Background: an optimization exercise with open tools, aiming at small area and a short achievable clock period. Do not read the settings as production practice. Where RTL was checked, it was by simulation tests only, not by an equivalence proof against the original. The RTL of run 1 was laid out without a check of its function. Power figures rest on the tool's default switching activity, not on a simulated workload.

==> flow/design.v (outline; a module is shown in full before it is edited, if it fits) <==
// module tile_fma: 1289 lines
module tile_fma (
    input  wire        clk,
    input  wire        rst,
    input  wire        in_valid,
    input  wire [31:0] in_a,
    input  wire [31:0] in_b,
    input  wire [31:0] in_c,
    output reg         out_valid,
    output reg  [31:0] out_r
);
  // ...
==> flow/run.sh <==
#!/bin/bash
# synth_recipe.tcl (not shown) runs the flow's synth.tcl, then flattens the netlist and writes it again
# the make line also repeats each setting of config.mk as NAME=value (left out here)
make -C /OpenROAD-flow-scripts/flow DESIGN_CONFIG=/design/flow/config.mk WORK_HOME=/design/flow/orfs CLKGATE_MAP_FILE= SYNTH_SCRIPT=/design/flow/synth_recipe.tcl finish
==> flow/config.mk <==
export PLATFORM = sky130hd
export DESIGN_NAME = tile_fma
export DESIGN_NICKNAME = tile_fma
export VERILOG_FILES = /design/flow/design.v
export SDC_FILE = /design/flow/constraint.sdc
export NUM_CORES = 4
export LEC_CHECK = 0
export CAP_MARGIN = 20
export CORE_MARGIN = 2
export CORE_UTILIZATION = 40
export SLEW_MARGIN = 20
==> flow/constraint.sdc <==
create_clock -name core_clock -period 21.0 [get_ports {clk}]
set_input_delay 4.2000 -clock core_clock [delete_from_list [all_inputs] [get_ports {clk}]]
set_output_delay 4.2000 -clock core_clock [all_outputs]
set_load 0.01 [all_outputs]
==> flow_results.org, run 1 <==
** Power and ir drop
- Per report_power, the Clock row totals 0.000907 W.
- Power attributed to sequential cells is 0.00150 W.
- Total power consumption of the routed design :: 0.00805 W

** Global route
- Wire length of the first global-routing pass :: 201000 um
- The number of global-route vias before repair was 32400.
- GR Layer Usage met1 :: 34.3%

** Cells and area
- Non-clock inverters in the final layout number 422.
- The library cell used most frequently in the layout, excluding fill and tap cells, is nand2_1.
- Of all the cell area in the finished design, the clock network holds 4.07%.
- More flip-flops sit in one register than any other, and that register is s1_r1.
- Number of flip-flops under the largest register name :: 78
- Buffers outside the clock tree occupy 4.15% of the routed design's cell area.

** Worst setup path
- The critical path starts at s0_a[23].
- Crit path capture :: s1_r1[39]
- Launch instance of the worst register-to-register path :: s0_a[23]
- STA classifies the critical path endpoint as a register.
- Largest fanout on the critical path :: 18
- Largest stage delay, worst path :: 0.81 ns

** Synth
- Compound-cell area share of the yosys netlist :: 12.4%
- Most numerous cell in the Yosys netlist :: nand2_1
- Sequential fraction of the synthesis area :: 20.9%
- Of the total synthesized cell area, the portion taken by XOR and XNOR cells is 7.21%.
- Number of synthesis warnings :: 1
- Mapped Avg Cell Area :: 8.97 um^2

** Clock network
- The clock drives 408 sinks.
- CTS tree :: done
- After clock tree synthesis, the clock-pin slew on the worst setup and hold paths is 0.06 ns.
- Total clock buffers created by CTS :: 48

** Route
- Met3 layer wire length in the routed design :: 9900 um
- Total iterations of the first detailed-routing run :: 6
- In this run the top signal layer used is met4.

** STA
- Final sum of negative setup slack :: 0 ns
- Fin Hold WS :: 0.325 ns
- Headroom to the max-slew limit came out at 25.9%.

** Floorplanning
- Boundary pin count :: 132
- Number of cell rows :: 114

** Job
- Max-cap violations in this run came to 0.

** Place
- Setup slack at placement :: 13.55 ns
- Buffers placed on the I/O ports in this run total 131.

** Hold path
- Min-delay worst type :: reg -> reg
- End of the worst hold path :: s3_inf

** Outcome
- The flow ran to the end and the layout has no timing, DRC or antenna violations.
==> inputs of run 2 (changes only) <==
--- a/flow/design.v
+++ b/flow/design.v
@@ -41,33 +41,34 @@
     wire p_inf   = a_inf || b_inf;
     wire eff_sub = sp ^ sc;
     wire is_nan  = a_nan || b_nan || c_nan || (a_inf && b_zero) ||
                    (b_inf && a_zero) || (p_inf && c_inf && eff_sub);
     wire is_inf  = p_inf || c_inf;
     wire is_zero = p_zero && c_zero;
     wire sp_sign = p_inf ? sp : c_inf ? sc : (sp & sc);
     wire [23:0] ma = {1'b1, s0_a[22:0]};
-    wire [23:0] mb = p_zero ? 24'd0 : {1'b1, s0_b[22:0]};
+    wire [23:0] mb = {1'b1, s0_b[22:0]};
     wire [23:0] mc = c_zero ? 24'd0 : {1'b1, s0_c[22:0]};
-    wire signed [10:0] sh_raw = $signed({3'd0, ea}) + $signed({3'd0, eb})
-                              - $signed({3'd0, ec}) - 11'sd98;
-    wire        c_scale = !c_zero && (p_zero || sh_raw[10]);
-    wire [6:0]  sh      = c_scale ? 7'd0 :
-                          (sh_raw > 11'sd77) ? 7'd77 : sh_raw[6:0];
+    wire signed [10:0] d = $signed({3'd0, ea}) + $signed({3'd0, eb})
+                         - $signed({3'd0, ec}) - 11'sd98;
+    wire        c_scale = !c_zero && (p_zero || d[10]);
+    wire        d_big   = !d[10] && (d[9:7] != 3'd0);
     wire signed [10:0] e_top = c_scale ? $signed({3'd0, ec})
                                        : ($signed({3'd0, ea}) + $signed({3'd0, eb}) - 11'sd98);
-    wire [75:0] c_al = {mc, 52'd0} >> sh;
-    reg c_st;
+    wire [75:0] c_sh = {mc, 52'd0} >> d[6:0];
+    wire [75:0] c_al = c_scale ? {mc, 52'd0} : (d_big ? 76'd0 : c_sh);
+    reg c_lo;
     integer k;
     always @(*) begin
-        c_st = 1'b0;
+        c_lo = 1'b0;
         for (k = 0; k < 24; k = k + 1)
-            if (sh >= 7'd53 + k[6:0]) c_st = c_st | mc[k];
+            if (d[6:0] >= 7'd53 + k[6:0]) c_lo = c_lo | mc[k];
     end
+    wire c_st = !c_scale && (d_big ? (mc != 24'd0) : c_lo);
     wire [47:0] px, py;
     wire m_pp0_0 = ma[0] & mb[0];
     wire m_pp0_1 = ma[0] & mb[1];
     wire m_pp0_2 = ma[0] & mb[2];
     wire m_pp0_3 = ma[0] & mb[3];
     wire m_pp0_4 = ma[0] & mb[4];
     wire m_pp0_5 = ma[0] & mb[5];
     wire m_pp0_6 = ma[0] & mb[6];
==> flow_results.org, run 2 <==
** Synth
- The portion of synthesized cell area occupied by the leading cell type is 27.6% (was 27.3%).
- Sequential fraction of the synthesis area :: 21.2% (was 20.9%)
- The post-synthesis average cell area was 8.95 um^2 (was 8.97 um^2).
- The biggest area consumer among synthesized cells is fa_1 (unchanged).
- The count of yosys warnings during synthesis came to 1 (unchanged).
- The synthesized netlist cell count came to 4307 (was 4360).
- The most common flop cell mapped by yosys is dfxtp_1 (unchanged).
- Cell area after technology mapping :: 0.0385 mm^2 (was 0.0391 mm^2)
- Async set-reset flop share out of synthesis :: 0% (unchanged)
- The count of flip-flops with a built-in enable after synthesis came to 0 (unchanged).
- The net count after synthesis came to 5047 (was 5099).
- Top cells by area in the synthesized netlist :: fa_1, dfxtp_1, nand2_1, xnor2_1, inv_1 (unchanged)
- The number of distinct library cells after synthesis came to 111 (was 107).
- Number of flip-flops and latches in the synthesized netlist :: 408 (unchanged)
- Most common library cells after synthesis :: nand2_1, fa_1, dfxtp_1, inv_1, nor2_1 (was nand2_1, fa_1, inv_1, dfxtp_1, nor2_1)
- Most numerous cell in the Yosys netlist :: nand2_1 (unchanged)

** Worst setup path
- The arrival time of the worst setup path is 6.52 ns (was 8.25 ns).
- Critical path startpoint category :: register (unchanged)
- Source of the critical timing path :: s0_a[23] (unchanged)
- The maximum fanout along the worst path came to 16 (was 18).
- The worst setup slack for register-to-register paths came to 15.01 ns (was 13.27 ns).
- The number of cell instances on the worst register-to-register path was 20 (was 26).
- The critical path endpoint is s1_r1[43] (was s1_r1[39]).
- Launch instance of the worst register-to-register path :: s0_a[23] (unchanged)
- Critical Path Sink Type :: register (unchanged)
- Crit path kind :: reg -> reg (unchanged)
- Required time at the worst-slack endpoint :: 21.53 ns (was 21.52 ns)
- The endpoint of the worst register-to-register path is s1_r1[43] (was s1_r1[39]).

** Cells and area
- The post-route cell area is 0.0429 mm^2 (was 0.0433 mm^2).
- The final layout net count is 5079 (was 5099).
- Largest registers ranked by flip-flop count :: s1_r1: 78 flops, s2_mag: 77 flops, s1_r2: 47 flops (unchanged)
- The fraction of layout instances using a drive strength above 1 was 6.33% (was 5.80%).
- Area added between synthesis and finish :: 11.3% (was 10.8%)
- Number of flip-flops under the largest register name :: 78 (unchanged)
- The diode insertion count for antenna repair came to 0 (was 1).
- The most common library cell in the layout ignoring fill and taps is nand2_1 (unchanged).
- Leading cell types in the layout, fill and taps excluded :: nand2_1, fa_1, inv_1 (unchanged)
- The final cell count without fillers is 5643 (was 5676).
- Register with the most flip-flops :: s1_r1 (unchanged)

** Floorplanning
- Number of cell rows :: 113 (was 114)
- The height of the chip came to 314 um (was 317 um).
- The horizontal die dimension was 314 um (was 317 um).
- The core outline area came to 0.0953 mm^2 (was 0.0967 mm^2).
- Initial Utilization :: 40.4% (about the same)
- Boundary pin count :: 132 (unchanged)
- The die outline area was 0.0988 mm^2 (was 0.100 mm^2).

** Job
- Number of max-capacitance violations reported :: 0 (unchanged)

** Route
- The wire length reported by the detailed router is 128000 um (was 131000 um).
- Detailed-route wire length per cell :: 22.6 um (was 23.1 um)
- Number of vias in the routed layout :: 31800 (was 32000)
- The post-detailed-route DRC marker count is 0 (unchanged).
- Antenna-violating nets left :: 0 (unchanged)
- 1st-iter DRT viols :: 2713 (was 2690)
- Total iterations of the first detailed-routing run :: 6 (unchanged)
- Vias per Instance :: 5.63 (about the same)

** Clock network
- Number of setup buffers added after CTS :: 0 (unchanged)
- Clock tree root driver cell :: clkbuf_16 (unchanged)
- The clock tree from TritonCTS is done (unchanged).
- Clock edge transition at the registers on the reported setup and hold paths :: 0.06 ns (about the same)
- The clock latency on the worst-skew pair came to 0.66 ns (was 0.65 ns).
- CTS Sinks :: 408 (unchanged)
- Post-CTS Hold Fix Bufs :: 0 (unchanged)
- The quantity of gates resized following cts came to 0 (unchanged).
- The total CTS buffers is 49 (was 48).
- H-tree level count :: 2 (unchanged)
- The maximum clock insertion buffer count was 3 (unchanged).

** Place
- Number of buffer cells added on primary ports :: 131 (unchanged)
- Weighted congestion at the end of routability-driven global placement :: 1.01 (was 0.985)
- Post-DP HPWL :: 97000 um (was 98400 um)
- The placed instance count is 5553 (was 5586).
- The total cell area at the placement stage came to 0.0412 mm^2 (was 0.0416 mm^2).

** STA
- The upper clock frequency limit was 167 MHz (was 129 MHz).
- Unrepaired setup endpoints after global routing: false (unchanged).
- Fin crit period :: 5.99 ns (was 7.73 ns)
- The part of the cycle the worst path needs is 28.5% (was 36.8%).
- The final setup violation count was 0 (unchanged).
- The final-report hold violation count is 0 (unchanged).
- Slew Viols, Final :: 0 (unchanged)
- Clock Skews :: 0.0495 ns (was 0.0558 ns)
- The relative slew slack was 19.2% (was 25.9%).
- The aggregate negative setup slack is 0 ns (unchanged).
- Worst-Margin Slew :: 1.20 ns (was 1.11 ns)

** Global route
- The total routing usage reported by global routing was 25.8% (was 26.3%).
- Total overflow reported by the global router :: 0 (unchanged)
- Wire length of the first global-routing pass :: 195000 um (was 201000 um)
- Maximum number of pins on one net before global-route repair :: 57 (was 61)
- The number of global-route vias before repair is 32700 (was 32400).
- The initial antenna violation count came to 0 (was 2).

** Outcome
- Run status :: no timing/DRC/antenna violations (unchanged)

** Power and ir drop
- The leakage power total came to 18.6 nW (was 18.9 nW).
- The total power per unit cell area came to 185 mW/mm^2 (was 186 mW/mm^2).
- The worst IR drop on VDD is 0.244 mV (was 0.200 mV).

** Hold path
- Min-delay worst type :: reg -> reg (unchanged)
run 2: final cells by class:
class / count / area [um^2]
inverters: 410 / 1540
fillers: 9429 / 52400
multi-input cells: 3272 / 28000
clock inverters: 30 / 422
flip-flops and latches: 408 / 8180
well taps: 1265 / 1580
repair buffers: 198 / 1810
clock buffers: 60 / 1330
run 2: per-stage QoR:
stage | power [W] | hold WS [ns] | setup WS [ns] | utilization [%]
after global routing | 0.00858 | 0.311 | 14.48 | 45.0
after global placement | 0.00688 | 0.310 | 14.81 | 43.2
final | 0.00793 | 0.305 | 15.01 | 45.0
after floorplan | 0.00513 | 0.310 | 15.93 | -
after CTS | 0.00790 | 0.301 | 14.75 | 45.0
after detailed placement | 0.00696 | 0.312 | 14.77 | 43.2
run 2: cells by family after synthesis:
| kind of cell | Yosys count | synth area share [%] |
|---|---|---|
| buffers and inverters | 627 | 6.22 |
| multiplexers | 112 | 3.40 |
| adder cells (fa/ha/maj) | 641 | 31.2 |
| flip-flops | 408 | 21.2 |
| AO/OA/AOI/OAI | 715 | 12.3 |
| XOR/XNOR | 315 | 7.20 |
| AND/OR/NAND/NOR | 1489 | 18.5 |
run 2: where the power goes:
part           total (W)  internal (W)  switching (W)
Clock           0.000908      0.000534       0.000374
Combinational    0.00557       0.00221        0.00335
Sequential       0.00145       0.00115       0.000301
Total            0.00793       0.00390        0.00403
run 2: how the worst min path moves through the flow:
| stage | from | to | slack (ns) | cells after the start |
|---|---|---|---|---|
| final | s1_e[7] | s2_e[7] | 0.30 | 0 |
| after floorplan | s1_e[0] | s2_e[0] | 0.31 | 0 |
| after CTS | s1_e[7] | s2_e[7] | 0.30 | 0 |
| after global routing | s1_e[7] | s2_e[7] | 0.31 | 0 |
| after detailed placement | s1_e[7] | s2_e[7] | 0.31 | 0 |
| after global placement | s2_ssign | s3_ssign | 0.31 | 0 |
run 2: metal layers:
layer	GRT usage [%]	share of wire (%)
met5	0	0
met3	3.93	7.1
met4	12.3	5.5
met2	42.6	47
met1	33.1	41
run 2: critical path: stages, from the launching register on:
cell	delay, ns
dfxtp_1	0.36
ha_1	0.18
inv_1	0.05
fa_1	0.39
xor2_1	0.20
ha_1	0.35
inv_1	0.06
ha_1	0.29
a21o_1	0.17
a21oi_1	0.38
o21ai_0	0.15
a21oi_1	0.32
o21ai_0	0.20
o21bai_1	0.20
a21oi_1	0.20
o31a_1	0.52
nand2_1	0.38
nor2_2	0.61
a32oi_1	0.16
xnor2_1	0.20
fa_1	0.49
==> inputs of run 3 (changes only) <==
==> flow/flow/run.sh (new file) <==
#!/bin/bash
# Layout flow: the standard ORFS flow (standard.sh, with its unchanged
# synthesis), with the resizer asked to repair setup down to a tighter
# target than the clock period, so that it sizes and buffers the longest
# pipeline stages. The constraints and clock period are the standard flow's own.
# standard.sh's output goes to layout.log; ORFS keeps each step's log
# under orfs/logs/.
set -euo pipefail
TARGET_NS=${TARGET_NS:-5.3}
export SETUP_SLACK_MARGIN=$(awk -v p="$FLOW_PERIOD_NS" -v t="$TARGET_NS" 'BEGIN { printf "%.3f", p - t }')
echo "SETUP_SLACK_MARGIN=$SETUP_SLACK_MARGIN" > flow_settings.log
bash standard.sh > layout.log 2>&1
==> flow/standard.sh (new file) <==
#!/bin/bash
# synth_recipe.tcl (not shown) runs the flow's synth.tcl, then flattens the netlist and writes it again
# the make line also repeats each setting of config.mk as NAME=value (left out here)
make -C /OpenROAD-flow-scripts/flow DESIGN_CONFIG=/design/flow/config.mk WORK_HOME=/design/flow/orfs CLKGATE_MAP_FILE= SYNTH_SCRIPT=/design/flow/synth_recipe.tcl "${@:-finish}"
removed: flow/run.sh
==> flow_results.org, run 3 <==
** STA
- Relative max-transition margin :: 26.5% (was 19.2%)
- The post-route minimum period was 5.29 ns (was 5.99 ns).
- Clock Skews :: 0.0502 ns (was 0.0495 ns)
- Unrepaired setup endpoints after global routing: true (was false).
- Final worst setup slack :: 15.71 ns (was 15.01 ns)
- The upper clock frequency limit was 189 MHz (was 167 MHz).
- The slew of the pin with the lowest slew margin is 1.09 ns (was 1.20 ns).
- Fin crit share :: 25.2% (was 28.5%)
- Final sum of negative setup slack :: 0 ns (unchanged)
- The hold slack was 0.305 ns (about the same).
- Slew Viols, Final :: 0 (unchanged)
- The final setup violation count is 0 (unchanged).
- Total count of hold-check failures in the final report :: 0 (unchanged)

** Worst setup path
- The arrival time of the worst setup path came to 1.09 ns (was 6.52 ns).
- The kind of end point of the critical path is a primary output (was register).
- Crit path kind :: reg -> out (was reg -> reg)
- The cell family with the largest share of critical-path delay was flip-flops (was compound AO/OA/AOI/OAI gates).
- The maximum fanout along the worst path was 1 (was 16).
- The number of cell instances on the worst register-to-register path came to 12 (was 20).
- Launch instance of the worst register-to-register path :: s0_a[2] (was s0_a[23])
- The stage delay of the slowest cell on the critical path is 0.31 ns (was 0.61 ns).
- Required time at the worst-slack endpoint :: 16.80 ns (was 21.53 ns)
- Critical path startpoint category :: register (unchanged)
- Cell with the biggest individual delay on the critical path :: dfxtp_1 (was nor2_2)
- The worst setup slack for register-to-register paths is 15.77 ns (was 15.01 ns).
- Reg2reg end :: s1_r1[22] (was s1_r1[43])
- The sum of buffers and inverters on the critical path was 1 (was 2).
- Cell Chain, Critical Path: buf_2 (was ha_1 > inv_1 > fa_1 > xor2_1 > ha_1 > inv_1 > ha_1 > a21o_1 > a21oi_1 > o21ai_0 > a21oi_1 > o21ai_0 > o21bai_1 > a21oi_1 > o31a_1 > nand2_1 > nor2_2 > a32oi_1 > xnor2_1 > fa_1).

** Hold path
- The hold path startpoint was s1_e[7] (unchanged).
- The number of instances on the worst hold path came to 0 (unchanged).
- Min-delay worst type :: reg -> reg (unchanged)
- End of the worst hold path :: s2_e[7] (unchanged)

** Route
- The detailed-route vias per instance was 5.63 (about the same).
- The average wire per cell in the routed design came to 22.6 um (about the same).
- Total iterations of the first detailed-routing run :: 8 (was 6)
- The wire length reported by the detailed router was 128000 um (about the same).
- 1st-iter DRT viols :: 2659 (was 2713)
- The post-detailed-route DRC marker count came to 0 (unchanged).
- The via total after detailed routing is 31900 (was 31800).
- Antenna-violating nets left :: 0 (unchanged)

** Clock network
- Clock latency on the worst-skew pair :: 0.66 ns (about the same)
- The maximum level of the CTS H-tree came to 2 (unchanged).
- Total clock buffers created by CTS :: 49 (unchanged)
- CTS tree :: done (unchanged)
- The total clock sinks was 408 (unchanged).
- The post-CTS clock slew at the launch and capture registers of the worst setup and hold paths was 0.07 ns (was 0.06 ns).
- Clock tree root driver cell :: clkbuf_16 (unchanged)
- Post-CTS Hold Fix Bufs :: 0 (unchanged)
- Maximum clock path buffer count :: 3 (unchanged)

** Cells and area
- Register with the most flip-flops :: s1_r1 (unchanged)
- Number of inserted filler cells in the final layout :: 9403 (was 9429)
- The final cell count without fillers was 5671 (was 5643).
- Final antenna diode count :: 0 (unchanged)
- Final nets :: 5107 (was 5079)
- Largest registers ranked by flip-flop count :: s1_r1: 78 flops, s2_mag: 77 flops, s1_r2: 47 flops (unchanged)
- Leading cell types in the layout, fill and taps excluded: nand2_1, fa_1, inv_1 (unchanged).
- The fraction of layout instances using a drive strength above 1 is 8.85% (was 6.33%).
- Number of flip-flops under the largest register name :: 78 (unchanged)
- Most common cell after layout, fill and taps aside :: nand2_1 (unchanged)
- Area added between synthesis and finish :: 12.4% (was 11.3%)

** Synth
- The net count after synthesis is 5047 (unchanged).
- The synthesized netlist cell count was 4307 (unchanged).
- The biggest area consumer among synthesized cells is fa_1 (unchanged).
- The portion of synthesized cell area occupied by the leading cell type was 27.6% (unchanged).
- Number of enable flip-flop cells after synthesis :: 0 (unchanged)
- The sequential-to-total area share from yosys stat is 21.2% (unchanged).
- Netlist cell types :: 111 (unchanged)
- Mapped Avg Cell Area :: 8.95 um^2 (unchanged)
- Top cells by area in the synthesized netlist: fa_1, dfxtp_1, nand2_1, xnor2_1, inv_1 (unchanged).
- The most common flop cell mapped by yosys is dfxtp_1 (unchanged).
- Cell area after technology mapping :: 0.0385 mm^2 (unchanged)
- The post-synthesis sequential element count was 408 (unchanged).
- The count of yosys warnings during synthesis came to 1 (unchanged).
- The library cell with the highest instance count after synthesis was nand2_1 (unchanged).
- Most common library cells after synthesis :: nand2_1, fa_1, dfxtp_1, inv_1, nor2_1 (unchanged)
- Async set-reset flop share out of synthesis :: 0% (unchanged)

** Place
- Number of cells after detailed placement :: 5553 (unchanged)
- The final estimated routing congestion in global placement is 1.01 (unchanged).
- Post-DP HPWL :: 97000 um (unchanged)
- Setup slack at placement :: 14.77 ns (unchanged)
- The number of I/O port buffers was 131 (unchanged).

** Floorplanning
- Number of cell rows :: 113 (unchanged)
- Overall die area :: 0.0988 mm^2 (unchanged)
- The core outline area is 0.0953 mm^2 (unchanged).
- The initial standard-cell utilization of the core was 40.4% (unchanged).
- Boundary pin count :: 132 (unchanged)
- The horizontal die dimension is 314 um (unchanged).
- Y dimension of the die :: 314 um (unchanged)

** Global route
- The number of global-route vias before repair was 32800 (was 32700).
- GR Layer Usage met1 :: 33.0% (was 33.1%)
- The wire length of the first global-routing pass came to 196000 um (was 195000 um).
- Maximum number of pins on one net before global-route repair :: 57 (unchanged)
- Met2 Track Usage GR :: 42.6% (unchanged)
- Met3 routing resource usage after global routing :: 3.99% (was 3.93%)
- Total overflow reported by the global router :: 0 (unchanged)
- Aggregate global-route resource usage :: 25.8% (about the same)
- The initial antenna violation count is 0 (unchanged).
- Most used routing layer in global routing :: met2 (unchanged)

** Power and ir drop
- Power density over cell area :: 184 mW/mm^2 (was 185 mW/mm^2)
- The leakage power total is 18.8 nW (was 18.6 nW).
- The worst IR drop on VDD is 0.235 mV (was 0.244 mV).

** Job
- Number of max-capacitance violations reported :: 0 (unchanged)

** Outcome
- Run status :: no timing/DRC/antenna violations (unchanged)
-- run 3: cells by family (layout without fill, tap and decap cells) --
| kind of cell | after synthesis | count (layout) | synth area share [%] |
|---|---|---|---|
| compound gates | 715 | 715 | 12.3 |
| xor+xnor | 315 | 315 | 7.20 |
| fa+ha+maj | 641 | 641 | 31.2 |
| buf+inv | 627 | 725 | 6.22 |
| flops | 408 | 408 | 21.2 |
| mux | 112 | 112 | 3.40 |
| simple gates | 1489 | 1490 | 18.5 |
-- run 3: worst max path at each step --
stage,startpoint,end,slack (ns),cells after the start
6_report,out_r[0],out_r[0],15.71,1
3_3_place_gp,s0_a[23],s1_r1[43],14.81,20
2_1_floorplan,s0_a[1],s1_r1[22],15.93,12
3_5_place_dp,s0_b[23],s1_r1[43],14.77,20
4_1_cts,out_r[0],out_r[0],15.65,1
5_1_grt,s0_b[23],s1_r1[45],15.62,22
-- run 3: timing repair --
action,in CTS,in global routing
setup endpoints to repair,97,113
pin swaps,3,7
gates cloned,0,2
buffers inserted,11,15
resized for setup,163,70
-- run 3: final cells by class --
cell class | count | area (um^2) | area share [%]
sequential | 408 | 8200 | 18.9
clock buffer | 60 | 1330 | 3.06
tap | 1265 | 1580 | 3.65
timing repair buffer | 224 | 2010 | 4.65
timing repair inverter | 1 | 7.51 | 0.0173
multi-input combinational | 3273 | 28200 | 65.1
clock inverter | 30 | 422 | 0.973
inverter | 410 | 1570 | 3.63
-- run 3: metal layers --
metal	share of wire, %	vias to the layer above	wire length [um]
li1	-	14400	-
met1	40	15800	52000
met2	47	1432	60200
met5	0	-	0
met4	5.4	0	6940
met3	7.2	358	9310
-- run 3: stage by stage --
stage | utilization [%] | total power, W | cell area, um^2
detailed placement | 43.2 | 0.00696 | 41200
floorplan | - | 0.00513 | 38500
global route | 45.5 | 0.00862 | 43300
finish | 45.5 | 0.00796 | 43300
global placement | 43.2 | 0.00688 | 41100
CTS | 45.0 | 0.00789 | 42900
-- run 3: power by group --
part / leakage, nW / total, W / internal, W / switching [W]
Sequential: 3.43 / 0.00146 / 0.00115 / 0.000303
Combinational: 14.5 / 0.00560 / 0.00223 / 0.00337
Clock: 0.840 / 0.000908 / 0.000534 / 0.000374
Total: 18.8 / 0.00796 / 0.00392 / 0.00405

-- afterwards: timing with drivers on the ports --
The flow's constraints put no driver on any port. The routed layouts listed below were extracted and timed again, unchanged, in two steps. Step 1 assumes that a clkbuf_16 drives the clock port and a buf_2 every other input. Step 2, shift: input delay + t, output delay - t, t = (earliest + latest rising clock arrival at the registers) / 2. This alone moves slack from input paths to output paths. Slacks: ideal ports / drivers / drivers and shift; pairs: ideal ports / drivers.
| run | t (ns) | setup slack, ns | hold slack, ns |
|---|---|---|---|
| run 1 | 0.695 | 13.267 / 13.267 / 13.267 | 0.325 / 0.325 / 0.325 |
| run 2 | 0.706 | 15.006 / 15.006 / 15.006 | 0.305 / 0.305 / 0.305 |
| run 3 | 0.706 | 15.707 / 15.639 / 15.772 | 0.305 / 0.305 / 0.305 |
After both steps setup and hold are still met in every run listed.
